What follows belongs to an exercise in optimizing a design on an open flow for small area, a short achievable clock period and few clock cycles per item; a production flow would make more cautious choices. Only simulation tests tie the RTL to the original design; equivalence was not proved.

## flow/design.v

```verilog
module fliax_gd_lzc128 (
    input  wire [127:0] x,
    output wire [6:0]   cnt
);
    wire [63:0]  v1;
    wire [63:0]  c1;
    wire [31:0]  v2;
    wire [63:0]  c2;
    wire [15:0]  v3;
    wire [47:0]  c3;
    wire [7:0]   v4;
    wire [31:0]  c4;
    wire [3:0]   v5;
    wire [19:0]  c5;
    wire [1:0]   v6;
    wire [11:0]  c6;
    genvar i;
    generate
        for (i = 0; i < 64; i = i + 1) begin : g1
            assign v1[i] = x[2*i+1] | x[2*i];
            assign c1[i] = ~x[2*i+1];
        end
        for (i = 0; i < 32; i = i + 1) begin : g2
            assign v2[i]         = v1[2*i+1] | v1[2*i];
            assign c2[2*i +: 2]  = v1[2*i+1] ? {1'b0, c1[2*i+1]} : {1'b1, c1[2*i]};
        end
        for (i = 0; i < 16; i = i + 1) begin : g3
            assign v3[i]         = v2[2*i+1] | v2[2*i];
            assign c3[3*i +: 3]  = v2[2*i+1] ? {1'b0, c2[2*(2*i+1) +: 2]} : {1'b1, c2[2*(2*i) +: 2]};
        end
        for (i = 0; i < 8; i = i + 1) begin : g4
            assign v4[i]         = v3[2*i+1] | v3[2*i];
            assign c4[4*i +: 4]  = v3[2*i+1] ? {1'b0, c3[3*(2*i+1) +: 3]} : {1'b1, c3[3*(2*i) +: 3]};
        end
        for (i = 0; i < 4; i = i + 1) begin : g5
            assign v5[i]         = v4[2*i+1] | v4[2*i];
            assign c5[5*i +: 5]  = v4[2*i+1] ? {1'b0, c4[4*(2*i+1) +: 4]} : {1'b1, c4[4*(2*i) +: 4]};
        end
        for (i = 0; i < 2; i = i + 1) begin : g6
            assign v6[i]         = v5[2*i+1] | v5[2*i];
            assign c6[6*i +: 6]  = v5[2*i+1] ? {1'b0, c5[5*(2*i+1) +: 5]} : {1'b1, c5[5*(2*i) +: 5]};
        end
    endgenerate
    assign cnt = v6[1] ? {1'b0, c6[11:6]} : {1'b1, c6[5:0]};
endmodule
module fliax_gd_fa (
    input  wire a,
    input  wire b,
    input  wire c,
    output wire s,
    output wire co
);
    assign s  = a ^ b ^ c;
    assign co = (a & b) | (a & c) | (b & c);
endmodule
module fliax_gd_ha (
    input  wire a,
    input  wire b,
    output wire s,
    output wire co
);
    assign s  = a ^ b;
    assign co = a & b;
endmodule
module fliax_gd_csa #(parameter W = 73) (
    input  wire [W-1:0] x,
    input  wire [W-1:0] y,
    input  wire [W-1:0] z,
    output wire [W-1:0] s,
    output wire [W:1]   c
);
    genvar i;
    generate
        for (i = 0; i < W; i = i + 1) begin : g
            fliax_gd_fa u (.a(x[i]), .b(y[i]), .c(z[i]), .s(s[i]), .co(c[i+1]));
        end
    endgenerate
endmodule
module fliax_gd_add73 (
    input  wire [72:0] x,
    input  wire [72:0] y,
    input  wire        ci,
    output wire [72:0] s,
    output wire        co
);
    wire [72:0] s0;
    wire [72:0] rc;           
    genvar i;
    generate
        for (i = 0; i < 73; i = i + 1) begin : g
            if (i % 8 == 0) begin : g_h
                fliax_gd_ha u (.a(x[i]), .b(y[i]), .s(s0[i]), .co(rc[i]));
            end else begin : g_f
                fliax_gd_fa u (.a(x[i]), .b(y[i]), .c(rc[i-1]), .s(s0[i]), .co(rc[i]));
            end
        end
    endgenerate
    reg [9:0] bg, bp;
    reg [9:0] cin;
    reg [7:0] pl;
    reg [72:0] sum;
    integer blk, k, l, jj;
    always @(*) begin
        for (blk = 0; blk < 10; blk = blk + 1) begin
            bg[blk] = rc[(blk == 9) ? 72 : 8*blk+7];
            bp[blk] = (blk == 9) ? s0[72] : &s0[8*blk +: 8];
        end
        bg[0] = bg[0] | (bp[0] & ci);
        for (l = 0; l < 4; l = l + 1)
            for (blk = 9; blk >= 0; blk = blk - 1)
                if (blk & (1 << l)) begin
                    jj = ((blk >> l) << l) - 1;
                    bg[blk] = bg[blk] | (bp[blk] & bg[jj]);
                    bp[blk] = bp[blk] & bp[jj];
                end
        cin = {bg[8:0], ci};
        for (blk = 0; blk < 10; blk = blk + 1) begin
            pl[0] = 1'b1;
            for (k = 1; k < 8; k = k + 1)
                pl[k] = (8*blk+k-1 < 73) ? (pl[k-1] & s0[8*blk+k-1]) : 1'b0;
            for (k = 0; k < 8; k = k + 1)
                if (8*blk+k < 73) sum[8*blk+k] = s0[8*blk+k] ^ (cin[blk] & pl[k]);
        end
    end
    assign s  = sum;
    assign co = bg[9];
endmodule
module fliax_gd_mul8 (
    input  wire [7:0]  x,
    input  wire [7:0]  y,
    output wire [15:0] p
);
    wire [63:0] pp;
    genvar i, j;
    generate
        for (i = 0; i < 8; i = i + 1) begin : g_i
            for (j = 0; j < 8; j = j + 1) begin : g_j
                assign pp[8*i+j] = x[j] & y[i];
            end
        end
    endgenerate
    wire s1, c2, s3, c4, s5, c6, s7, c8;
    wire s9, c10, s11, c12, s13, c14, s15, c16;
    wire s17, c18, s19, c20, s21, c22, s23, c24;
    wire s25, c26, s27, c28, s29, c30, s31, c32;
    wire s33, c34, s35, c36, s37, c38, s39, c40;
    wire s41, c42, s43, c44, s45, c46, s47, c48;
    wire s49, c50, s51, c52, s53, c54, s55, c56;
    wire s57, c58, s59, c60, s61, c62, s63, c64;
    wire s65, c66, s67, c68, s69, c70, s71, c72;
    wire s73, c74, s75, c76, s77, c78, s79, c80;
    wire s81, c82, s83, c84, s85, c86, s87, c88;
    wire s89, c90, s91, c92, s93, c94, s95, c96;
    wire s97, c98, s99, c100, s101, c102, s103, c104;
    wire s105, c106, s107, c108, s109, c110, s111, c112;
    fliax_gd_ha u2 (.a(pp[6]), .b(pp[13]), .s(s1), .co(c2));
    fliax_gd_fa u4 (.a(pp[7]), .b(pp[14]), .c(pp[21]), .s(s3), .co(c4));
    fliax_gd_ha u6 (.a(pp[28]), .b(pp[35]), .s(s5), .co(c6));
    fliax_gd_fa u8 (.a(pp[15]), .b(pp[22]), .c(pp[29]), .s(s7), .co(c8));
    fliax_gd_ha u10 (.a(pp[36]), .b(pp[43]), .s(s9), .co(c10));
    fliax_gd_fa u12 (.a(pp[23]), .b(pp[30]), .c(pp[37]), .s(s11), .co(c12));
    fliax_gd_ha u14 (.a(pp[4]), .b(pp[11]), .s(s13), .co(c14));
    fliax_gd_fa u16 (.a(pp[5]), .b(pp[12]), .c(pp[19]), .s(s15), .co(c16));
    fliax_gd_ha u18 (.a(pp[26]), .b(pp[33]), .s(s17), .co(c18));
    fliax_gd_fa u20 (.a(s1), .b(pp[20]), .c(pp[27]), .s(s19), .co(c20));
    fliax_gd_fa u22 (.a(pp[34]), .b(pp[41]), .c(pp[48]), .s(s21), .co(c22));
    fliax_gd_fa u24 (.a(c2), .b(s3), .c(s5), .s(s23), .co(c24));
    fliax_gd_fa u26 (.a(pp[42]), .b(pp[49]), .c(pp[56]), .s(s25), .co(c26));
    fliax_gd_fa u28 (.a(c4), .b(c6), .c(s7), .s(s27), .co(c28));
    fliax_gd_fa u30 (.a(s9), .b(pp[50]), .c(pp[57]), .s(s29), .co(c30));
    fliax_gd_fa u32 (.a(c8), .b(c10), .c(s11), .s(s31), .co(c32));
    fliax_gd_fa u34 (.a(pp[44]), .b(pp[51]), .c(pp[58]), .s(s33), .co(c34));
    fliax_gd_fa u36 (.a(c12), .b(pp[31]), .c(pp[38]), .s(s35), .co(c36));
    fliax_gd_fa u38 (.a(pp[45]), .b(pp[52]), .c(pp[59]), .s(s37), .co(c38));
    fliax_gd_fa u40 (.a(pp[39]), .b(pp[46]), .c(pp[53]), .s(s39), .co(c40));
    fliax_gd_ha u42 (.a(pp[3]), .b(pp[10]), .s(s41), .co(c42));
    fliax_gd_fa u44 (.a(s13), .b(pp[18]), .c(pp[25]), .s(s43), .co(c44));
    fliax_gd_fa u46 (.a(c14), .b(s15), .c(s17), .s(s45), .co(c46));
    fliax_gd_fa u48 (.a(c16), .b(c18), .c(s19), .s(s47), .co(c48));
    fliax_gd_fa u50 (.a(c20), .b(c22), .c(s23), .s(s49), .co(c50));
    fliax_gd_fa u52 (.a(c24), .b(c26), .c(s27), .s(s51), .co(c52));
    fliax_gd_fa u54 (.a(c28), .b(c30), .c(s31), .s(s53), .co(c54));
    fliax_gd_fa u56 (.a(c32), .b(c34), .c(s35), .s(s55), .co(c56));
    fliax_gd_fa u58 (.a(c36), .b(c38), .c(s39), .s(s57), .co(c58));
    fliax_gd_fa u60 (.a(c40), .b(pp[47]), .c(pp[54]), .s(s59), .co(c60));
    fliax_gd_ha u62 (.a(pp[2]), .b(pp[9]), .s(s61), .co(c62));
    fliax_gd_fa u64 (.a(s41), .b(pp[17]), .c(pp[24]), .s(s63), .co(c64));
    fliax_gd_fa u66 (.a(c42), .b(s43), .c(pp[32]), .s(s65), .co(c66));
    fliax_gd_fa u68 (.a(c44), .b(s45), .c(pp[40]), .s(s67), .co(c68));
    fliax_gd_fa u70 (.a(c46), .b(s47), .c(s21), .s(s69), .co(c70));
    fliax_gd_fa u72 (.a(c48), .b(s49), .c(s25), .s(s71), .co(c72));
    fliax_gd_fa u74 (.a(c50), .b(s51), .c(s29), .s(s73), .co(c74));
    fliax_gd_fa u76 (.a(c52), .b(s53), .c(s33), .s(s75), .co(c76));
    fliax_gd_fa u78 (.a(c54), .b(s55), .c(s37), .s(s77), .co(c78));
    fliax_gd_fa u80 (.a(c56), .b(s57), .c(pp[60]), .s(s79), .co(c80));
    fliax_gd_fa u82 (.a(c58), .b(s59), .c(pp[61]), .s(s81), .co(c82));
    fliax_gd_fa u84 (.a(c60), .b(pp[55]), .c(pp[62]), .s(s83), .co(c84));
    fliax_gd_ha u86 (.a(pp[1]), .b(pp[8]), .s(s85), .co(c86));
    fliax_gd_fa u88 (.a(s61), .b(pp[16]), .c(c86), .s(s87), .co(c88));
    fliax_gd_fa u90 (.a(c62), .b(s63), .c(c88), .s(s89), .co(c90));
    fliax_gd_fa u92 (.a(c64), .b(s65), .c(c90), .s(s91), .co(c92));
    fliax_gd_fa u94 (.a(c66), .b(s67), .c(c92), .s(s93), .co(c94));
    fliax_gd_fa u96 (.a(c68), .b(s69), .c(c94), .s(s95), .co(c96));
    fliax_gd_fa u98 (.a(c70), .b(s71), .c(c96), .s(s97), .co(c98));
    fliax_gd_fa u100 (.a(c72), .b(s73), .c(c98), .s(s99), .co(c100));
    fliax_gd_fa u102 (.a(c74), .b(s75), .c(c100), .s(s101), .co(c102));
    fliax_gd_fa u104 (.a(c76), .b(s77), .c(c102), .s(s103), .co(c104));
    fliax_gd_fa u106 (.a(c78), .b(s79), .c(c104), .s(s105), .co(c106));
    fliax_gd_fa u108 (.a(c80), .b(s81), .c(c106), .s(s107), .co(c108));
    fliax_gd_fa u110 (.a(c82), .b(s83), .c(c108), .s(s109), .co(c110));
    fliax_gd_fa u112 (.a(c84), .b(pp[63]), .c(c110), .s(s111), .co(c112));
    assign p = {c112, s111, s109, s107, s105, s103, s101, s99, s97, s95, s93, s91, s89, s87, s85, pp[0]};
endmodule
module fliax_group_dot (
    input  wire         clk,
    input  wire         rst,
    input  wire         in_valid,
    output wire         in_ready,
    input  wire [127:0] a,
    input  wire [127:0] b,
    input  wire [31:0]  c,
    output reg          out_valid,
    output reg  [31:0]  out_result,
    output reg  [3:0]   out_flags
);
    localparam [31:0] CNAN = 32'h7FC0_0000;
    assign in_ready = 1'b1;
    function [9:0] rca10(input [9:0] x, input [9:0] y, input ci);
        reg cy;
        integer i;
        begin
            cy = ci;
            for (i = 0; i < 10; i = i + 1) begin
                rca10[i] = x[i] ^ y[i] ^ cy;
                cy = (x[i] & y[i]) | (x[i] & cy) | (y[i] & cy);
            end
        end
    endfunction
    function [79:0] incr(input [79:0] x, input inc);
        reg [79:0] p;
        integer l, i, jj;
        begin
            p = x;
            for (l = 0; l < 7; l = l + 1)
                for (i = 79; i >= 0; i = i - 1)
                    if (i & (1 << l)) begin
                        jj = ((i >> l) << l) - 1;
                        p[i] = p[i] & p[jj];
                    end
            incr[0] = x[0] ^ inc;
            for (i = 1; i < 80; i = i + 1)
                incr[i] = x[i] ^ (inc & p[i-1]);
        end
    endfunction
    function [3:0] msb7p1(input [6:0] x);
        begin
            casez (x)
                7'b1??????: msb7p1 = 4'd7;
                7'b01?????: msb7p1 = 4'd6;
                7'b001????: msb7p1 = 4'd5;
                7'b0001???: msb7p1 = 4'd4;
                7'b00001??: msb7p1 = 4'd3;
                7'b000001?: msb7p1 = 4'd2;
                default:    msb7p1 = 4'd1;
            endcase
        end
    endfunction
    function [2:0] tzc8(input [7:0] x);
        begin
            casez (x)
                8'b???????1: tzc8 = 3'd0;
                8'b??????10: tzc8 = 3'd1;
                8'b?????100: tzc8 = 3'd2;
                8'b????1000: tzc8 = 3'd3;
                8'b???10000: tzc8 = 3'd4;
                8'b??100000: tzc8 = 3'd5;
                8'b?1000000: tzc8 = 3'd6;
                default:     tzc8 = 3'd7;
            endcase
        end
    endfunction
    function [4:0] lzc24(input [23:0] x);
        reg [31:0] y;
        begin
            y = {x, 8'hFF};
            lzc24[4] = (y[31:16] == 16'd0);
            y = lzc24[4] ? {y[15:0], 16'd0} : y;
            lzc24[3] = (y[31:24] == 8'd0);
            y = lzc24[3] ? {y[23:0], 8'd0} : y;
            lzc24[2] = (y[31:28] == 4'd0);
            y = lzc24[2] ? {y[27:0], 4'd0} : y;
            lzc24[1] = (y[31:30] == 2'd0);
            y = lzc24[1] ? {y[29:0], 2'd0} : y;
            lzc24[0] = ~y[31];
        end
    endfunction
    function [4:0] tzc24(input [23:0] x);
        reg [31:0] y;
        begin
            y = {8'hFF, x};
            tzc24[4] = (y[15:0] == 16'd0);
            y = tzc24[4] ? {16'd0, y[31:16]} : y;
            tzc24[3] = (y[7:0] == 8'd0);
            y = tzc24[3] ? {8'd0, y[31:8]} : y;
            tzc24[2] = (y[3:0] == 4'd0);
            y = tzc24[2] ? {4'd0, y[31:4]} : y;
            tzc24[1] = (y[1:0] == 2'd0);
            y = tzc24[1] ? {2'd0, y[31:2]} : y;
            tzc24[0] = ~y[0];
        end
    endfunction
    function [71:0] align17(input [16:0] d, input f, input [6:0] sh);
        reg [87:0] v;
        integer i;
        begin
            v = {d, {71{f}}};
            for (i = 0; i < 7; i = i + 1)
                if (sh[i]) v = (v >> (1 << i)) | ~({88{1'b1}} >> (1 << i)) & {88{f}};
            align17 = v[71:0];
        end
    endfunction
    function [71:0] align25(input [24:0] d, input f, input [6:0] sh);
        reg [95:0] v;
        integer i;
        begin
            v = {d, {71{f}}};
            for (i = 0; i < 7; i = i + 1)
                if (sh[i]) v = (v >> (1 << i)) | ~({96{1'b1}} >> (1 << i)) & {96{f}};
            align25 = v[71:0];
        end
    endfunction
    reg         v0;
    reg [127:0] a0;
    reg [127:0] b0;
    reg [31:0]  c0;
    always @(posedge clk) begin
        v0 <= ~rst & in_valid;
        a0 <= a;
        b0 <= b;
        c0 <= c;
    end
    wire [8:0] t_nan, t_inf, t_sign, t_nz, t_neg, t_cor;
    wire [7:0] t_zinf;
    wire [9:0] t_Tu [0:8];
    wire [9:0] t_Q  [0:8];
    wire [4:0] t_tz [0:8];
    wire [15:0] t_p [0:7];
    wire [23:0] t_mc;
    genvar gi;
    generate
        for (gi = 0; gi < 8; gi = gi + 1) begin : g_prod
            wire [15:0] xa = a0[16*gi +: 16];
            wire [15:0] xb = b0[16*gi +: 16];
            wire [7:0]  ea = xa[14:7];
            wire [7:0]  eb = xb[14:7];
            wire [6:0]  fa = xa[6:0];
            wire [6:0]  fb = xb[6:0];
            wire ha = |ea;
            wire hb = |eb;
            wire a_max = &ea;
            wire b_max = &eb;
            wire a_zero = ~ha & ~|fa;
            wire b_zero = ~hb & ~|fb;
            wire a_nan = a_max & |fa;
            wire b_nan = b_max & |fb;
            wire a_inf = a_max & ~|fa;
            wire b_inf = b_max & ~|fb;
            assign t_nan[gi]  = a_nan | b_nan;
            assign t_zinf[gi] = (a_zero & b_inf) | (a_inf & b_zero);
            assign t_inf[gi]  = (a_inf | b_inf) & ~t_nan[gi] & ~t_zinf[gi];
            assign t_sign[gi] = xa[15] ^ xb[15];
            assign t_nz[gi]   = ~a_zero & ~b_zero;
            assign t_neg[gi]  = t_sign[gi] & t_nz[gi];
            wire [7:0] ma = {ha, fa};
            wire [7:0] mb = {hb, fb};
            wire [9:0] eaf = {2'b0, ea[7:1], ea[0] | ~ha};
            wire [9:0] ebf = {2'b0, eb[7:1], eb[0] | ~hb};
            wire [2:0] lza = ha ? 3'd0 : 3'd7 - msb7p1(fa[6:0]) + 3'd1;
            wire [2:0] lzb = hb ? 3'd0 : 3'd7 - msb7p1(fb[6:0]) + 3'd1;
            wire [3:0] lzab = {1'b0, lza} + {1'b0, lzb};
            wire [15:0] p;
            fliax_gd_mul8 u_mul (.x(ma), .y(mb), .p(p));
            wire [15:0] pl = p << lzab;
            assign t_p[gi]   = p;
            assign t_cor[gi] = ~pl[15];
            assign t_Q[gi]   = rca10(eaf, ebf, 1'b0);
            assign t_Tu[gi]  = t_nz[gi] ? (eaf + ebf + {6'd0, 4'd15 - lzab}) : 10'd0;
            assign t_tz[gi]  = {2'd0, tzc8(ma)} + {2'd0, tzc8(mb)};
        end
    endgenerate
    wire [7:0]  ec = c0[30:23];
    wire [22:0] fc = c0[22:0];
    wire hc = |ec;
    assign t_nan[8]  = (&ec) & |fc;
    assign t_inf[8]  = (&ec) & ~|fc;
    assign t_sign[8] = c0[31];
    assign t_nz[8]   = hc | |fc;
    assign t_neg[8]  = t_sign[8] & t_nz[8];
    assign t_cor[8]  = 1'b0;
    assign t_mc      = {hc, fc};
    wire [9:0]  ecf  = {2'b0, ec[7:1], ec[0] | ~hc};
    assign t_Q[8]  = rca10(ecf, 10'd118, 1'b0);
    assign t_Tu[8] = t_nz[8] ? (ecf + 10'd141 - {5'd0, lzc24(t_mc)}) : 10'd0;
    assign t_tz[8] = tzc24(t_mc);
    reg [9:0] emu;
    reg [8:0] cand;
    reg [8:0] tbit;
    integer k, kk;
    always @(*) begin
        cand = 9'h1FF;
        for (k = 9; k >= 0; k = k - 1) begin
            for (kk = 0; kk < 9; kk = kk + 1)
                tbit[kk] = t_Tu[kk][k];
            emu[k] = |(cand & tbit);
            if (emu[k]) cand = cand & tbit;
        end
    end
    wire corr = &(~cand | t_cor);
    wire [9:0] emax = emu - {9'd0, corr};
    wire [6:0] t_sh [0:8];
    wire [8:0] t_sticky;
    generate
        for (gi = 0; gi < 9; gi = gi + 1) begin : g_sh
            wire [9:0] d   = rca10(emu, ~t_Q[gi], 1'b1);
            wire       far = |d[9:7];
            wire [6:0] thr = 7'd72 + {2'd0, t_tz[gi]};
            wire       ge  = (d[6:0] >= thr);
            wire       gt  = (d[6:0] > thr);
            assign t_sh[gi]     = d[6:0] | {7{far}};
            assign t_sticky[gi] = t_nz[gi] & (far | (corr ? gt : ge));
        end
    endgenerate
    wire any_nan  = |t_nan;
    wire any_zinf = |t_zinf;
    wire pos_inf  = |(t_inf & ~t_sign);
    wire neg_inf  = |(t_inf & t_sign);
    wire all_zero = ~|t_nz;
    wire all_negz = all_zero & (&t_sign);
    reg         v1;
    reg [15:0]  p1 [0:7];
    reg [23:0]  mc1;
    reg [6:0]   sh1 [0:8];
    reg [8:0]   neg1;
    reg         cor1;
    reg [9:0]   emax1;
    reg         gst1;
    reg         nan1, inv1, inf1, infs1, zero1, zs1;
    always @(posedge clk) begin
        v1 <= ~rst & v0;
        for (k = 0; k < 8; k = k + 1)
            p1[k] <= t_p[k] ^ {16{t_neg[k]}};
        mc1 <= t_mc ^ {24{t_neg[8]}};
        for (k = 0; k < 9; k = k + 1)
            sh1[k] <= t_sh[k];
        neg1  <= t_neg;
        cor1  <= corr;
        emax1 <= emax;
        gst1  <= |t_sticky;
        nan1  <= any_nan | any_zinf | (pos_inf & neg_inf);
        inv1  <= any_zinf | (~any_nan & pos_inf & neg_inf);
        inf1  <= pos_inf | neg_inf;
        infs1 <= neg_inf;
        zero1 <= all_zero;
        zs1   <= all_negz;
    end
    wire [72:0] r [0:8];
    generate
        for (gi = 0; gi < 8; gi = gi + 1) begin : g_win
            wire [16:0] pc = cor1 ? {p1[gi], neg1[gi]} : {neg1[gi], p1[gi]};
            wire [71:0] w  = align17(pc, neg1[gi], sh1[gi]);
            assign r[gi] = {(gi == 0) ? neg1[gi] : ~neg1[gi], w};
        end
    endgenerate
    wire [24:0] mcc = cor1 ? {mc1, neg1[8]} : {neg1[8], mc1};
    assign r[8] = {~neg1[8], align25(mcc, neg1[8], sh1[8])};
    wire [72:0] l1as, l1bs, l1cs, l2as, l2bs, l3as, l4as;
    wire [73:1] l1ac, l1bc, l1cc, l2ac, l2bc, l3ac, l4ac;
    fliax_gd_csa u_l1a (.x(r[0]), .y(r[1]), .z(r[2]), .s(l1as), .c(l1ac));
    fliax_gd_csa u_l1b (.x(r[3]), .y(r[4]), .z(r[5]), .s(l1bs), .c(l1bc));
    fliax_gd_csa u_l1c (.x(r[6]), .y(r[7]), .z(r[8]), .s(l1cs), .c(l1cc));
    fliax_gd_csa u_l2a (.x(l1as), .y({l1ac[72:1], neg1[0]}), .z(l1bs), .s(l2as), .c(l2ac));
    fliax_gd_csa u_l2b (.x({l1bc[72:1], neg1[1]}), .y(l1cs), .z({l1cc[72:1], neg1[2]}), .s(l2bs), .c(l2bc));
    fliax_gd_csa u_l3a (.x(l2as), .y({l2ac[72:1], neg1[3]}), .z(l2bs), .s(l3as), .c(l3ac));
    fliax_gd_csa u_l4a (.x(l3as), .y({l3ac[72:1], neg1[5]}), .z({l2bc[72:1], neg1[4]}), .s(l4as), .c(l4ac));
    wire [72:0] slo;
    wire        sco;
    fliax_gd_add73 u_add (.x(l4as), .y({l4ac[72:1], neg1[6]}), .ci(neg1[7]), .s(slo), .co(sco));
    wire [3:0] shi = {3'd0, ~neg1[0]} + 4'd11 + {3'd0, l1ac[73]} + {3'd0, l1bc[73]}
                   + {3'd0, l1cc[73]} + {3'd0, l2ac[73]} + {3'd0, l2bc[73]}
                   + {3'd0, l3ac[73]} + {3'd0, l4ac[73]} + {3'd0, sco};
    wire [76:0] ssum = {shi, slo};
    reg         v2;
    reg [76:0]  s2;       
    reg         nc2;
    reg [9:0]   eb2;      
    reg [10:0]  rb2;      
    reg         gst2;
    reg         nan2, inv2, inf2, infs2, zero2, zs2;
    always @(posedge clk) begin
        v2    <= ~rst & v1;
        s2    <= ssum;
        nc2   <= neg1[8];
        eb2   <= emax1 - 10'd137;
        rb2   <= 11'd214 - {1'b0, emax1};
        gst2  <= gst1;
        nan2  <= nan1;
        inv2  <= inv1;
        inf2  <= inf1;
        infs2 <= infs1;
        zero2 <= zero1;
        zs2   <= zs1;
    end
    wire        s2_neg = s2[76];
    wire        s_neg  = s2_neg & ~(nc2 & (&s2));
    wire [79:0] s_inc  = incr({4'd0, s2[75:0] ^ {76{s2_neg}}}, s2_neg ^ nc2);
    wire [75:0] s_abs  = s_inc[75:0];
    wire [6:0]  lz;
    fliax_gd_lzc128 u_lzc (.x({s_abs, 1'b1, 51'd0}), .cnt(lz));
    wire [7:0]  r_a = 8'd76 - {1'b0, lz};
    wire        r_bsel = ~rb2[10] & (rb2[7:0] > r_a);
    wire [7:0]  rr = r_bsel ? rb2[7:0] : r_a;
    reg [100:0] ysh;
    reg [24:0]  x;
    integer j;
    always @(*) begin
        ysh = {s_abs, 25'd0};
        for (j = 7; j >= 0; j = j - 1)
            if (rr[j]) ysh = ysh >> (1 << j);
        x = ysh[24:0];
    end
    wire [100:0] y  = {s_abs, 25'd0};
    wire [100:0] ymask = ~({101{1'b1}} << rr);
    wire         st_low = |(y & ymask);
    wire [9:0]  bexp  = r_bsel ? 10'd1 : (eb2 - {3'd0, lz});
    wire [7:0]  bexp8 = x[24] ? bexp[7:0] : 8'd0;
    wire        big   = x[24] && (bexp >= 10'd255);
    wire        g_bit  = x[0];
    wire        st_bit = st_low | gst2;
    wire        up     = g_bit & (st_bit | x[1]);
    wire [79:0] rinc   = incr({49'd0, bexp8, x[23:1]}, up);
    wire [30:0] rmag   = rinc[30:0];
    wire        ovf    = big | (rmag[30:23] == 8'hFF);
    wire        inex   = g_bit | st_bit | ovf;
    wire        unf    = inex & ~ovf & (rmag[30:23] == 8'h00);
    reg [31:0] res;
    reg [3:0]  flg;
    always @(*) begin
        if (nan2) begin
            res = CNAN;
            flg = {inv2, 3'b000};
        end else if (inf2) begin
            res = {infs2, 31'h7F80_0000};
            flg = 4'b0000;
        end else if (zero2) begin
            res = {zs2, 31'd0};
            flg = 4'b0000;
        end else if (ovf) begin
            res = {s_neg, 31'h7F80_0000};
            flg = 4'b0101;
        end else begin
            res = {s_neg, rmag};
            flg = {2'b00, unf, inex};
        end
    end
    always @(posedge clk) begin
        out_valid  <= ~rst & v2;
        out_result <= res;
        out_flags  <= flg;
    end
endmodule
```

## flow/run.sh

```bash
#!/bin/bash
# synth_recipe.tcl (not shown) runs the flow's synth.tcl, then flattens the netlist and writes it again
# the make line also repeats each setting of config.mk as NAME=value (left out here)
make -C /OpenROAD-flow-scripts/flow DESIGN_CONFIG=/design/flow/config.mk WORK_HOME=/design/flow/orfs CLKGATE_MAP_FILE= SYNTH_SCRIPT=/design/flow/synth_recipe.tcl finish
```

## flow/config.mk

```make
export PLATFORM = sky130hd
export DESIGN_NAME = fliax_group_dot
export DESIGN_NICKNAME = fliax_group_dot
export VERILOG_FILES = /design/flow/design.v
export SDC_FILE = /design/flow/constraint.sdc
export NUM_CORES = 4
export LEC_CHECK = 0
export CAP_MARGIN = 20
export CORE_MARGIN = 2
export CORE_UTILIZATION = 25
export PLACE_DENSITY = 0.35
export SLEW_MARGIN = 20
export SYNTH_HIERARCHICAL = 1
```

## flow/constraint.sdc

```tcl
create_clock -name core_clock -period 90.0 [get_ports {clk}]
set_input_delay 18.0000 -clock core_clock [delete_from_list [all_inputs] [get_ports {clk}]]
set_output_delay 18.0000 -clock core_clock [all_outputs]
set_load 0.01 [all_outputs]
```

==> summary.txt, run 1 <==
Critical path
  – CP delay by family, top: buffers and inverters
  – Total stage count of the critical path: 1
  – Slowest CP cell: clkdlybuf4s50_1
  – CP endpoint kind: output port
  – Crit path DAT: between 1.5 and 2 ns
  – Crit path largest cell delay: 0.53 ns
  – Crit path launch type: flip-flop
  – Worst-path fanout max: 1
  – Setup CP Type: flip-flop to output port
  – CP required: 72.00 ns
  – Crit-path cells: clkdlybuf4s50_1
  – Worst-case reg-to-reg path depth: 65
  – CP bufs+invs: 1

STA
  – # setup viols final: 0
  – Final hold viol count: 0
  – Setup TNS: 0 ns
  – Worst slew margin: 14.3%
  – Final Worst Setup Slack: 70.33 ns
  – Worst Clk Skew: 0.0708 ns
  – Final min period: 19.67 ns
  – Slew @ Worst Pin: between 1 and 1.5 ns
  – RSZ-0062 raised after global routing: false
  – Final period util: 21.9%
  – Count of pins over their slew limit: 0
  – Max Clock Freq: around 0.051 GHz

Detailed routing
  – Via count: 81800
  – Vias/cell: 5.20
  – Routed WL: between 400000 and 500000 um
  – Number of routed nets with antenna violations: 0
  – Routed WL per cell: between 20 and 30 um
  – Number of DRC markers in iteration 0: between 6000 and 7000
  – DR DRC count: 0
  – DR pass1 iterations: 6

Yosys
  – Prevailing post-synth register cell: dfxtp_1
  – Yosys cell types: 138
  – Synthesis-stage register bit count: just under 700
  – Syn. warnings: 12
  – Share of flip-flops with an asynchronous set or reset: 0%
  – Sequential element share of the synthesized area: 14.8%
  – EDFF count, synth: 0
  – Synth Cell Area: 91300 um^2
  – Syn Inst Count: 10700
  – Post-Syn Area per Cell: 8.52 um^2

Clock tree
  – CTS tree: yes
  – Hold-fix buffers, CTS: 0
  – Post-CTS Setup Repair Bufs: 0
  – Worst skew pair latency: 0.86 ns
  – Worst-path clk slew: 0.05 ns
  – TritonCTS buffer count: between 90 and 100
  – Post-CTS resize count: 0
  – # H-tree levels: 3
  – Clk buf depth: 4
  – CTS root buf: clkbuf_16
  – Sink Count: between 600 and 700

Die
  – CORE AREA: 363000 um^2
  – Rows: 221
  – Die area: 370000 um^2
  – Die width: 608 um
  – Initial Util: 25.2%
  – I/O pins: 329
  – Height of the die: 608 um

Hold path
  – Worst Hold Class: flip-flop to flip-flop
  – WHS Path Cells: 0

Run status
  – Status: timing/DRC/antenna clean

Layout
  – Area occupied by multi-input gates: 73300 um^2
  – Share of cells above drive strength 1: 7.54%
  – Final net count: 12600
  – Fillers: 38700
  – FF/Latch Area: 13500 um^2
  – Most frequent cells in the layout: fa_1 (1149), nor2_1 (1094), nand2_1 (871)
  – Commonest non-fill, non-tap cell in the layout: fa_1
  – Final std cells w/o fill: 15700
  – Area growth, synth to finish: 13.0%

Job
  – MaxCap Viol Count: 0

Placement
  – PortBufs: 327
  – Place WS: 70.33 ns
  – GPL Wtd Cong: 1.01
  – Final HPWL DP: 399000 um
  – Dpl cells: 15500

Global routing
  – First-pass GRT wire length: ~650000 um
  – Largest net degree at the start of global routing: 72
  – Initial antenna violation count: 22
  – Total GRT Usage: 24.6%
  – GRT overflow: 0
  – Vias in the first global route: roughly 83000
-- cells in the mapped netlist, drive strengths merged, types with 17 or more instances --
cell	n	area (um^2)
a2111oi	19	223
a211o	17	159
a211oi	108	831
a21boi	29	218
a21o	92	691
a21oi	836	4180
a221oi	194	1740
a22oi	41	313
a311oi	17	166
a31oi	70	444
and2	555	3470
and3	51	320
and4	21	186
buf	239	1500
clkbuf	400	1500
dfxtp	673	13500
fa	1149	23000
ha	342	4280
inv	588	2210
mux2	204	2300
mux2i	377	3780
mux4	45	1010
nand2	874	3290
nand2b	136	851
nand3	132	698
nand3b	31	253
nand4	91	599
nor2	1096	4130
nor2b	76	475
nor3	191	1010
nor4	126	922
o211ai	61	468
o21a	90	683
o21ai	855	4290
o21bai	32	240
o221ai	18	158
o22ai	51	352
o31a	17	150
o31ai	32	259
or2	34	213
or3	29	181
or4	25	214
xnor2	344	3030
xor2	113	990
-- metal layers --
metal / vias up / part of all wire, % / track usage [%] / wire length, um
met1: 41600 / 44 / 32.6 / 207000
met4: 0 / 3.8 / 8.09 / 17900
li1: 37400 / - / - / -
met5: - / 0 / 0 / 0
met2: 2398 / 47 / 41.6 / 221000
met3: 501 / 4.3 / 2.59 / 19900
-- flip-flops by register name, indices dropped and copies added (netlist names), 10 cells and up --
name / cells
s2: 77
c0: 32
a0: 128
p1: 128
emax1: 10
out_result: 32
sh1: 63
mc1: 24
b0: 128
-- Yosys stat by module (local to each module, per instance), a selection --
module | cells inside | area [um^2] | flops+latches
fliax_gd_ha | 1 | 12.5 | 0
fliax_gd_lzc128 | 244 | 1430 | 0
fliax_gd_fa | 1 | 20.0 | 0
fliax_gd_add73 | 207 | 1500 | 0
fliax_group_dot | 8586 | 64100 | 673
fliax_gd_mul8 | 80 | 520 | 0
-- cells by family (layout without fill, tap and decap cells) --
group,after synthesis,count (layout),synth area share [%]
AND/OR/NAND/NOR,3503,3503,18.8
AO/OA/AOI/OAI,2725,2725,18.6
adder cells (fa/ha/maj),1492,1492,29.9
buffers and inverters,1231,1296,5.74
flip-flops,673,673,14.8
multiplexers,626,626,7.77
XOR/XNOR,457,457,4.40
other,2,157,0.00823
-- stage by stage --
| stage | cell area (um^2) | utilization (%) | hold WS [ns] |
|---|---|---|---|
| after global placement | 99700 | 27.5 | 0.317 |
| after floorplan | 91800 | - | 0.310 |
| final | 103000 | 28.4 | 0.331 |
| after CTS | 103000 | 28.4 | 0.333 |
| after detailed placement | 99800 | 27.5 | 0.320 |
| after global routing | 103000 | 28.4 | 0.338 |
-- worst paths after layout --
path                   from  slack [ns]             end
max          out_result[31]       70.33  out_result[31]
min                   zero1        0.33           zero2
max reg2reg          c0[26]       70.76            gst1
min reg2reg           zero1        0.33           zero2
-- layout make-up --
type,instances,share of cell area [%]
diodes,11,0.0267
clock buffers,117,2.54
clock inverters,55,0.615
inverters,592,2.17
multi-input cells,8949,71.1
flip-flops and latches,673,13.1
well taps,4794,5.82
repair buffers,532,4.67
Testbench counts, summed over its fixed seeds: cycles 16,032, items 16,000.
==> inputs of run 2 (changes only) <==
--- a/flow/design.v
+++ b/flow/design.v
@@ -63,4 +63,22 @@
     assign co = a & b;
 endmodule
+module fliax_gd_rca #(parameter W = 8) (
+    input  wire [W-1:0] x,
+    input  wire [W-1:0] y,
+    output wire [W:0]   s
+);
+    wire [W-1:0] cy;
+    genvar i;
+    generate
+        for (i = 0; i < W; i = i + 1) begin : g
+            if (i == 0) begin : g_h
+                fliax_gd_ha u (.a(x[i]), .b(y[i]), .s(s[i]), .co(cy[i]));
+            end else begin : g_f
+                fliax_gd_fa u (.a(x[i]), .b(y[i]), .c(cy[i-1]), .s(s[i]), .co(cy[i]));
+            end
+        end
+    endgenerate
+    assign s[W] = cy[W-1];
+endmodule
 module fliax_gd_csa #(parameter W = 73) (
     input  wire [W-1:0] x,
@@ -334,7 +352,10 @@
     reg [127:0] b0;
     reg [31:0]  c0;
+    integer     k0;
     always @(posedge clk) begin
         v0 <= ~rst & in_valid;
         a0 <= a;
+        for (k0 = 0; k0 < 8; k0 = k0 + 1)
+            a0[16*k0+15] <= a[16*k0+15] ^ b[16*k0+15];
         b0 <= b;
         c0 <= c;
@@ -369,5 +390,5 @@
             assign t_zinf[gi] = (a_zero & b_inf) | (a_inf & b_zero);
             assign t_inf[gi]  = (a_inf | b_inf) & ~t_nan[gi] & ~t_zinf[gi];
-            assign t_sign[gi] = xa[15] ^ xb[15];
+            assign t_sign[gi] = xa[15];      
             assign t_nz[gi]   = ~a_zero & ~b_zero;
             assign t_neg[gi]  = t_sign[gi] & t_nz[gi];
@@ -384,5 +405,7 @@
             assign t_p[gi]   = p;
             assign t_cor[gi] = ~pl[15];
-            assign t_Q[gi]   = rca10(eaf, ebf, 1'b0);
+            wire [8:0] qs;
+            fliax_gd_rca #(.W(8)) u_q (.x(eaf[7:0]), .y(ebf[7:0]), .s(qs));
+            assign t_Q[gi]   = {1'b0, qs};
             assign t_Tu[gi]  = t_nz[gi] ? (eaf + ebf + {6'd0, 4'd15 - lzab}) : 10'd0;
             assign t_tz[gi]  = {2'd0, tzc8(ma)} + {2'd0, tzc8(mb)};
@@ -422,5 +445,7 @@
     generate
         for (gi = 0; gi < 9; gi = gi + 1) begin : g_sh
-            wire [9:0] d   = rca10(emu, ~t_Q[gi], 1'b1);
+            wire [10:0] dn;
+            fliax_gd_rca #(.W(10)) u_d (.x(~emu), .y(t_Q[gi]), .s(dn));
+            wire [9:0] d   = ~dn[9:0];
             wire       far = |d[9:7];
             wire [6:0] thr = 7'd72 + {2'd0, t_tz[gi]};
--- a/flow/config.mk
+++ b/flow/config.mk
@@ -8,6 +8,6 @@
 export CAP_MARGIN = 20
 export CORE_MARGIN = 2
-export CORE_UTILIZATION = 25
-export PLACE_DENSITY = 0.35
+export CORE_UTILIZATION = 55
+export PLACE_DENSITY = 0.65
 export SLEW_MARGIN = 20
 export SYNTH_HIERARCHICAL = 1
==> run 2 against run 1 <==
Maximum frequency rose by 0.27%. Clock skew decreased by 0.019 ns. Final cell count decreased by 18%. Sequential share of layout area is 0.51 points higher. Non-clock buffer count down 87.
==> summary.txt, run 2 <==
Layout
  – Biggest regs: a0 (128), p1 (128), b0 (120) (was a0 (128), b0 (128), p1 (128))
  – Area occupied by multi-input gates: 73400 um^2 (was 73300 um^2)
  – Final Core Density: 59.6% (was 28.4%)
  – Area growth, synth to finish: 8.01% (was 13.0%)
  – FF/Latch Area: 13300 um^2 (was 13500 um^2)
  – Commonest non-fill, non-tap cell in the layout: fa_1 (unchanged)
  – Fillers: 14500 (was 38700)
  – Most frequent cells in the layout: fa_1 (1158), nor2_1 (1082), nand2_1 (891) (was fa_1 (1149), nor2_1 (1094), nand2_1 (871))
  – Design Area, Final: 98000 um^2 (was 103000 um^2)
  – Final net count: 12400 (was 12600)
  – Share of cells above drive strength 1: 6.20% (was 7.54%)

Job
  – MaxCap Viol Count: 0 (unchanged)

Global routing
  – GRT overflow: 0 (unchanged)
  – Vias in the first global route: 81400 (was 82900)
  – Total GRT Usage: 43.6% (was 24.6%)
  – Largest net degree at the start of global routing: 92 (was 72)
  – Initial antenna violation count: 18 (was 22)
  – First-pass GRT wire length: 543000 um (was 654000 um)

Detailed routing
  – Number of DRC markers in iteration 0: 12200 (was 6873)
  – Vias/cell: 6.63 (was 5.20)
  – Number of routed nets with antenna violations: 0 (unchanged)
  – DR pass1 iterations: 10 (was 6)
  – Via count: 85400 (was 81800)
  – Routed WL per cell: 29.1 um (was 29.6 um)
  – Routed WL: 375000 um (was 466000 um)
  – DR DRC count: 0 (unchanged)

Placement
  – GPL Wtd Cong: 1.14 (was 1.01)
  – Final HPWL DP: 311000 um (was 399000 um)
  – PortBufs: 327 (unchanged)
  – Place WS: 70.78 ns (was 70.33 ns)
  – DP Area: 95300 um^2 (was 99800 um^2)

Critical path
  – Crit path largest cell delay: 0.57 ns (was 0.53 ns)
  – CP bufs+invs: 1 (unchanged)
  – Crit path launch type: flip-flop (unchanged)
  – Setup CP Type: flip-flop to output port (unchanged)
  – CP required: 72.00 ns (about the same)
  – R2R setup slack: 70.47 ns (was 70.76 ns)
  – Crit-path cells: clkdlybuf4s50_1 (unchanged)
  – Crit path DAT: 1.62 ns (was 1.67 ns)
  – CP delay by family, top: buffers and inverters (unchanged)
  – Slowest CP cell: clkdlybuf4s50_1 (unchanged)
  – CP endpoint kind: output port (unchanged)
  – Worst-path fanout max: 1 (unchanged)

STA
  – RSZ-0062 raised after global routing: false (unchanged)
  – Worst slew margin: 9.44% (was 14.3%)
  – Final hold viol count: 0 (unchanged)
  – Final min period: 19.62 ns (was 19.67 ns)
  – Slew @ Worst Pin: 1.34 ns (was 1.28 ns)
  – Final period util: 21.8% (was 21.9%)
  – Worst Clk Skew: 0.0522 ns (was 0.0708 ns)
  – Max Clock Freq: 0.0510 GHz (was 0.0508 GHz)
  – # setup viols final: 0 (unchanged)
  – Count of pins over their slew limit: 0 (unchanged)
  – Setup TNS: 0 ns (unchanged)
  – Final Worst Setup Slack: 70.38 ns (was 70.33 ns)

Clock tree
  – CTS root buf: clkbuf_16 (unchanged)
  – Post-CTS Setup Repair Bufs: 0 (unchanged)
  – Worst skew pair latency: 0.74 ns (was 0.86 ns)
  – CTS tree: yes (unchanged)
  – Hold-fix buffers, CTS: 0 (unchanged)
  – Sink Count: 665 (was 673)
  – Worst-path clk slew: 0.06 ns (was 0.05 ns)
  – TritonCTS buffer count: 75 (was 95)
  – Clk buf depth: 3 (was 4)
  – # H-tree levels: 3 (unchanged)
  – Post-CTS resize count: 0 (unchanged)

Die
  – CORE AREA: 164000 um^2 (was 363000 um^2)
  – Die width: 410 um (was 608 um)
  – Die area: 168000 um^2 (was 370000 um^2)
  – Rows: 149 (was 221)
  – I/O pins: 329 (unchanged)
  – Initial Util: 55.2% (was 25.2%)
  – Height of the die: 410 um (was 608 um)

Run status
  – Status: timing/DRC/antenna clean (unchanged)

Hold path
  – Worst Hold Class: flip-flop to flip-flop (unchanged)

Yosys
  – Syn. warnings: 12 (unchanged)
  – Post-Syn Area per Cell: 8.56 um^2 (was 8.52 um^2)
  – Syn Inst Count: 10600 (was 10700)
  – Synth Cell Area: 90700 um^2 (was 91300 um^2)
run 2: cell types whose count changed in the layout (fill, tap and decap cells not counted), moves of 14 or more:
cell | before | now
a21boi_0 | 27 | 46
and2_1 | 554 | 569
buf_4 | 201 | 117
clkbuf_16 | 97 | 76
inv_1 | 566 | 418
nand2_1 | 871 | 891
nand2b_1 | 136 | 81
o21ai_0 | 813 | 848
o21ai_1 | 40 | 22
or3_1 | 29 | 43
run 2: stage by stage:
| step | hold WS (ns) | cells |
|---|---|---|
| finish | 0.326 | 12900 |
| global route | 0.334 | 12900 |
| CTS | 0.327 | 12900 |
| detailed placement | 0.313 | 12700 |
| global placement | 0.313 | 12700 |
| floorplan | 0.310 | 10800 |
run 2: worst paths after layout:
path | end | depth (start not counted) | from
worst max register to register | gst1 | 54 | a0[44]
worst max-delay path | out_result[5] | 1 | out_result[5]
worst min register to register | nan2 | 0 | nan1
worst min-delay path | nan2 | 0 | nan1
run 2: final cells by class:
class / instances / area share (%)
clock buffer: 93 / 2.11
antenna: 6 / 0.0153
sequential: 665 / 13.6
timing repair buffer: 445 / 4.24
inverter: 445 / 1.71
tap: 2189 / 2.79
clock inverter: 45 / 0.603
multi-input combinational: 9004 / 74.9
run 2: metal layers:
metal  share of wire [%]  wire, um  vias to the layer above  track usage, %
met2                  43    161000                     5550            65.8
met5              0.0072        27                        -               0
met1                  38    142000                    41700            56.2
li1                    -         -                    37000               -
met3                  12     45000                     1171            12.4
met4                 7.1     26600                        4            24.5
Testbench counts of run 2, summed over its fixed seeds: cycles 16,032, items 16,000.
==> inputs of run 3 (changes only) <==
--- a/flow/design.v
+++ b/flow/design.v
@@ -328,22 +328,32 @@
         end
     endfunction
-    function [71:0] align17(input [16:0] d, input f, input [6:0] sh);
+    function [71:0] align16(input [15:0] d, input f, input [6:0] sh, input cor);
         reg [87:0] v;
         integer i;
         begin
-            v = {d, {71{f}}};
-            for (i = 0; i < 7; i = i + 1)
+            if (cor & ~sh[0])
+                v = {d, {72{f}}};
+            else if (~cor & sh[0])
+                v = {f, f, d, {70{f}}};
+            else
+                v = {f, d, {71{f}}};
+            for (i = 1; i < 7; i = i + 1)
                 if (sh[i]) v = (v >> (1 << i)) | ~({88{1'b1}} >> (1 << i)) & {88{f}};
-            align17 = v[71:0];
+            align16 = v[71:0];
         end
     endfunction
-    function [71:0] align25(input [24:0] d, input f, input [6:0] sh);
+    function [71:0] align24(input [23:0] d, input f, input [6:0] sh, input cor);
         reg [95:0] v;
         integer i;
         begin
-            v = {d, {71{f}}};
-            for (i = 0; i < 7; i = i + 1)
+            if (cor & ~sh[0])
+                v = {d, {72{f}}};
+            else if (~cor & sh[0])
+                v = {f, f, d, {70{f}}};
+            else
+                v = {f, d, {71{f}}};
+            for (i = 1; i < 7; i = i + 1)
                 if (sh[i]) v = (v >> (1 << i)) | ~({96{1'b1}} >> (1 << i)) & {96{f}};
-            align25 = v[71:0];
+            align24 = v[71:0];
         end
     endfunction
@@ -492,11 +502,9 @@
     generate
         for (gi = 0; gi < 8; gi = gi + 1) begin : g_win
-            wire [16:0] pc = cor1 ? {p1[gi], neg1[gi]} : {neg1[gi], p1[gi]};
-            wire [71:0] w  = align17(pc, neg1[gi], sh1[gi]);
+            wire [71:0] w  = align16(p1[gi], neg1[gi], sh1[gi], cor1);
             assign r[gi] = {(gi == 0) ? neg1[gi] : ~neg1[gi], w};
         end
     endgenerate
-    wire [24:0] mcc = cor1 ? {mc1, neg1[8]} : {neg1[8], mc1};
-    assign r[8] = {~neg1[8], align25(mcc, neg1[8], sh1[8])};
+    assign r[8] = {~neg1[8], align24(mc1, neg1[8], sh1[8], cor1)};
     wire [72:0] l1as, l1bs, l1cs, l2as, l2bs, l3as, l4as;
     wire [73:1] l1ac, l1bc, l1cc, l2ac, l2bc, l3ac, l4ac;
==> flow/flow/run.sh (new file) <==
#!/bin/bash
# The standard layout (the standard.sh, standard synthesis included), with
# one change: the port buffers that global placement inserts are buf_2 cells
# instead of the default clkdlybuf4s50_1 delay cells.  The whole output of the
# ORFS run goes to standard.log; ORFS's per-step logs stay under orfs/logs.
set -euo pipefail
bash standard.sh 'BUFFER_PORTS_ARGS=-buffer_cell sky130_fd_sc_hd__buf_2' finish > standard.log 2>&1
==> flow/standard.sh (new file) <==
#!/bin/bash
# synth_recipe.tcl (not shown) runs the flow's synth.tcl, then flattens the netlist and writes it again
# the make line also repeats each setting of config.mk as NAME=value (left out here)
make -C /OpenROAD-flow-scripts/flow DESIGN_CONFIG=/design/flow/config.mk WORK_HOME=/design/flow/orfs CLKGATE_MAP_FILE= SYNTH_SCRIPT=/design/flow/synth_recipe.tcl "${@:-finish}"
--- a/flow/config.mk
+++ b/flow/config.mk
@@ -8,6 +8,6 @@
 export CAP_MARGIN = 20
 export CORE_MARGIN = 2
-export CORE_UTILIZATION = 55
-export PLACE_DENSITY = 0.65
+export CORE_UTILIZATION = 25
+export PLACE_DENSITY = 0.35
 export SLEW_MARGIN = 20
 export SYNTH_HIERARCHICAL = 1
removed: flow/run.sh
==> run 3 against run 2 <==
Register-to-register slack got worse by 1.3 ns. Clock skew up 0.032 ns. Critical path depth rose by 54. Via count decreased by 4.7%.
==> summary.txt, run 3 <==
Clock tree
  – Worst skew pair latency: 0.85 ns (was 0.74 ns)
  – Post-CTS resize count: 0 (unchanged)
  – CTS root buf: clkbuf_16 (unchanged)
  – Sink Count: 665 (unchanged)
  – CTS tree: yes (unchanged)
  – Clk buf depth: 4 (was 3)
  – TritonCTS buffer count: 93 (was 75)
  – Hold-fix buffers, CTS: 0 (unchanged)
  – Post-CTS Setup Repair Bufs: 0 (unchanged)
  – # H-tree levels: 3 (unchanged)
  – Worst-path clk slew: 0.06 ns (about the same)

Layout
  – Area growth, synth to finish: 10.9% (was 8.01%)
  – FF/Latch Area: 13300 um^2 (about the same)
  – Design Area, Final: 101000 um^2 (was 98000 um^2)
  – Final net count: 12500 (was 12400)
  – Final std cells w/o fill: 15500 (was 12900)
  – Biggest regs: a0 (128), p1 (128), b0 (120) (unchanged)
  – Final Core Density: 27.8% (was 59.6%)
  – Commonest non-fill, non-tap cell in the layout: fa_1 (unchanged)
  – Area occupied by multi-input gates: 73500 um^2 (was 73400 um^2)
  – Most frequent cells in the layout: fa_1 (1158), nor2_1 (1025), a21oi_1 (858) (was fa_1 (1158), nor2_1 (1082), nand2_1 (891))
  – Share of cells above drive strength 1: 10.1% (was 6.20%)
  – Fillers: 38900 (was 14500)

Die
  – CORE AREA: 362000 um^2 (was 164000 um^2)
  – Die area: 367000 um^2 (was 168000 um^2)
  – I/O pins: 329 (unchanged)
  – Die width: 606 um (was 410 um)
  – Height of the die: 606 um (was 410 um)
  – Initial Util: 25.1% (was 55.2%)
  – Rows: 221 (was 149)

Critical path
  – R2R setup slack: 69.20 ns (was 70.47 ns)
  – Crit path launch type: flip-flop (unchanged)
  – Crit path largest cell delay: 0.90 ns (was 0.57 ns)
  – Crit path DAT: 21.48 ns (was 1.62 ns)
  – Worst R2R Start: a0[14] (was a0[44])
  – Worst-case reg-to-reg path depth: 55 (was 54)
  – Crit path to: gst1 (was out_result[5])
  – CP required: 90.68 ns (was 72.00 ns)
  – RR Endpoint: gst1 (unchanged)
  – CP startpoint: a0[14] (was out_result[5])
  – Worst-path fanout max: 26 (was 1)
  – Slowest CP cell: nor4_1 (was clkdlybuf4s50_1)
  – Setup CP Type: flip-flop to flip-flop (was flip-flop to output port)
  – CP most frequent cell: fa_1
  – CP endpoint kind: flip-flop (was output port)

Detailed routing
  – DR pass1 iterations: 6 (was 10)
  – Routed WL: 459000 um (was 375000 um)
  – DR DRC count: 0 (unchanged)
  – Number of routed nets with antenna violations: 0 (unchanged)
  – Via count: 81500 (was 85400)
  – Routed WL per cell: 29.5 um (was 29.1 um)
  – Number of DRC markers in iteration 0: 6872 (was 12200)
  – Vias/cell: 5.24 (was 6.63)

Yosys
  – Post-Syn Area per Cell: 8.59 um^2 (was 8.56 um^2)
  – Syn. warnings: 12 (unchanged)
  – Syn Inst Count: 10600 (about the same)
  – Synth Cell Area: 90600 um^2 (was 90700 um^2)

STA
  – Setup TNS: 0 ns (unchanged)
  – Final hold viol count: 0 (unchanged)
  – Worst slew margin: 13.4% (was 9.44%)
  – Final min period: 20.80 ns (was 19.62 ns)
  – Worst Clk Skew: 0.0839 ns (was 0.0522 ns)
  – Count of pins over their slew limit: 0 (unchanged)
  – Slew @ Worst Pin: 1.29 ns (was 1.34 ns)
  – Final period util: 23.1% (was 21.8%)
  – RSZ-0062 raised after global routing: false (unchanged)
  – Max Clock Freq: 0.0481 GHz (was 0.0510 GHz)
  – # setup viols final: 0 (unchanged)

Global routing
  – GRT overflow: 0 (unchanged)
  – Total GRT Usage: 24.5% (was 43.6%)
  – Initial antenna violation count: 23 (was 18)
  – First-pass GRT wire length: 642000 um (was 543000 um)
  – Largest net degree at the start of global routing: 71 (was 92)
  – Vias in the first global route: 82200 (was 81400)

Run status
  – Status: timing/DRC/antenna clean (unchanged)

Placement
  – GPL Wtd Cong: 1.00 (was 1.14)
  – Final HPWL DP: 391000 um (was 311000 um)
  – DP Area: 97400 um^2 (was 95300 um^2)
  – PortBufs: 327 (unchanged)
  – Dpl cells: 15400 (was 12700)

Job
  – MaxCap Viol Count: 0 (unchanged)

Hold path
  – Worst Hold Class: flip-flop to flip-flop (unchanged)
  – Hold path startpoint: zero1 (was nan1)
## run 3: final cells by class
class / instances / area share (%)
Sequential cell: 665 / 13.3
Clock buffer: 122 / 2.64
Antenna cell: 5 / 0.0124
Clock inverter: 46 / 0.463
Inverter: 428 / 1.61
Multi-Input combinational cell: 8976 / 73.1
Tap cell: 4794 / 5.97
Timing Repair Buffer: 510 / 2.99
## run 3: layer usage
metal / wire length, um / vias up / part of all wire [%] / track usage (%)
li1: - / 37200 / - / -
met1: 202000 / 41300 / 44 / 32.1
met2: 216000 / 2445 / 47 / 41.2
met3: 17300 / 517 / 3.8 / 1.94
met4: 23500 / 0 / 5.1 / 10.6
met5: 0 / - / 0 / 0
## run 3: how the worst min path moves through the flow
stage            end  slack, ns  cells past startpoint
3_3_place_gp     zs2       0.31                      0
6_report       zero2       0.33                      0
3_5_place_dp    inf2       0.32                      0
2_1_floorplan   gst2       0.31                      0
4_1_cts        zero2       0.33                      0
5_1_grt        zero2       0.33                      0
## run 3: metrics by stage
stage | hold slack (ns) | setup slack, ns
floorplan | 0.310 | 71.67
global placement | 0.313 | 69.52
detailed placement | 0.318 | 69.44
CTS | 0.333 | 69.37
global route | 0.334 | 68.47
finish | 0.328 | 69.20
## run 3: critical path: cells and delay by family (launching register included)
family          cells  cell delay, ns
compound gates     17            5.69
fa+ha+maj          15            6.50
buf+inv             7            2.17
flops               1            0.37
simple gates       16            5.79
Testbench counts of run 3, summed over its fixed seeds: cycles 16,032, items 16,000.

## port drivers added, routing unchanged
No port has a modelled driver above. Below, the same layouts with a new extraction and two added sets of constraints.
Step 1: set_driving_cell puts a clkbuf_16 on clk and a buf_2 on each other input, an assumption about the parent block.
Step 2, shift: input delay + t, output delay - t, t = (earliest + latest rising clock arrival at the registers) / 2. This alone moves slack from input paths to output paths.
a / b / c = no drivers / after step 1 / after step 2; a / b = the first two.
run	t (ns)	setup WS [ns]	latest minus earliest clock arrival (ns)	slew at the worst register clock pin (ns)	worst slew at a driven data input, ns
run 1	0.926	70.328 / 70.222 / 70.762	0.075 / 0.076	0.09 / 0.09	0.07
run 2	0.809	70.382 / 70.291 / 70.471	0.053 / 0.052	0.08 / 0.08	0.05
run 3	0.916	69.199 / 69.199 / 69.199	0.084 / 0.084	0.08 / 0.08	0.07
After both steps setup and hold are still met in every run listed.
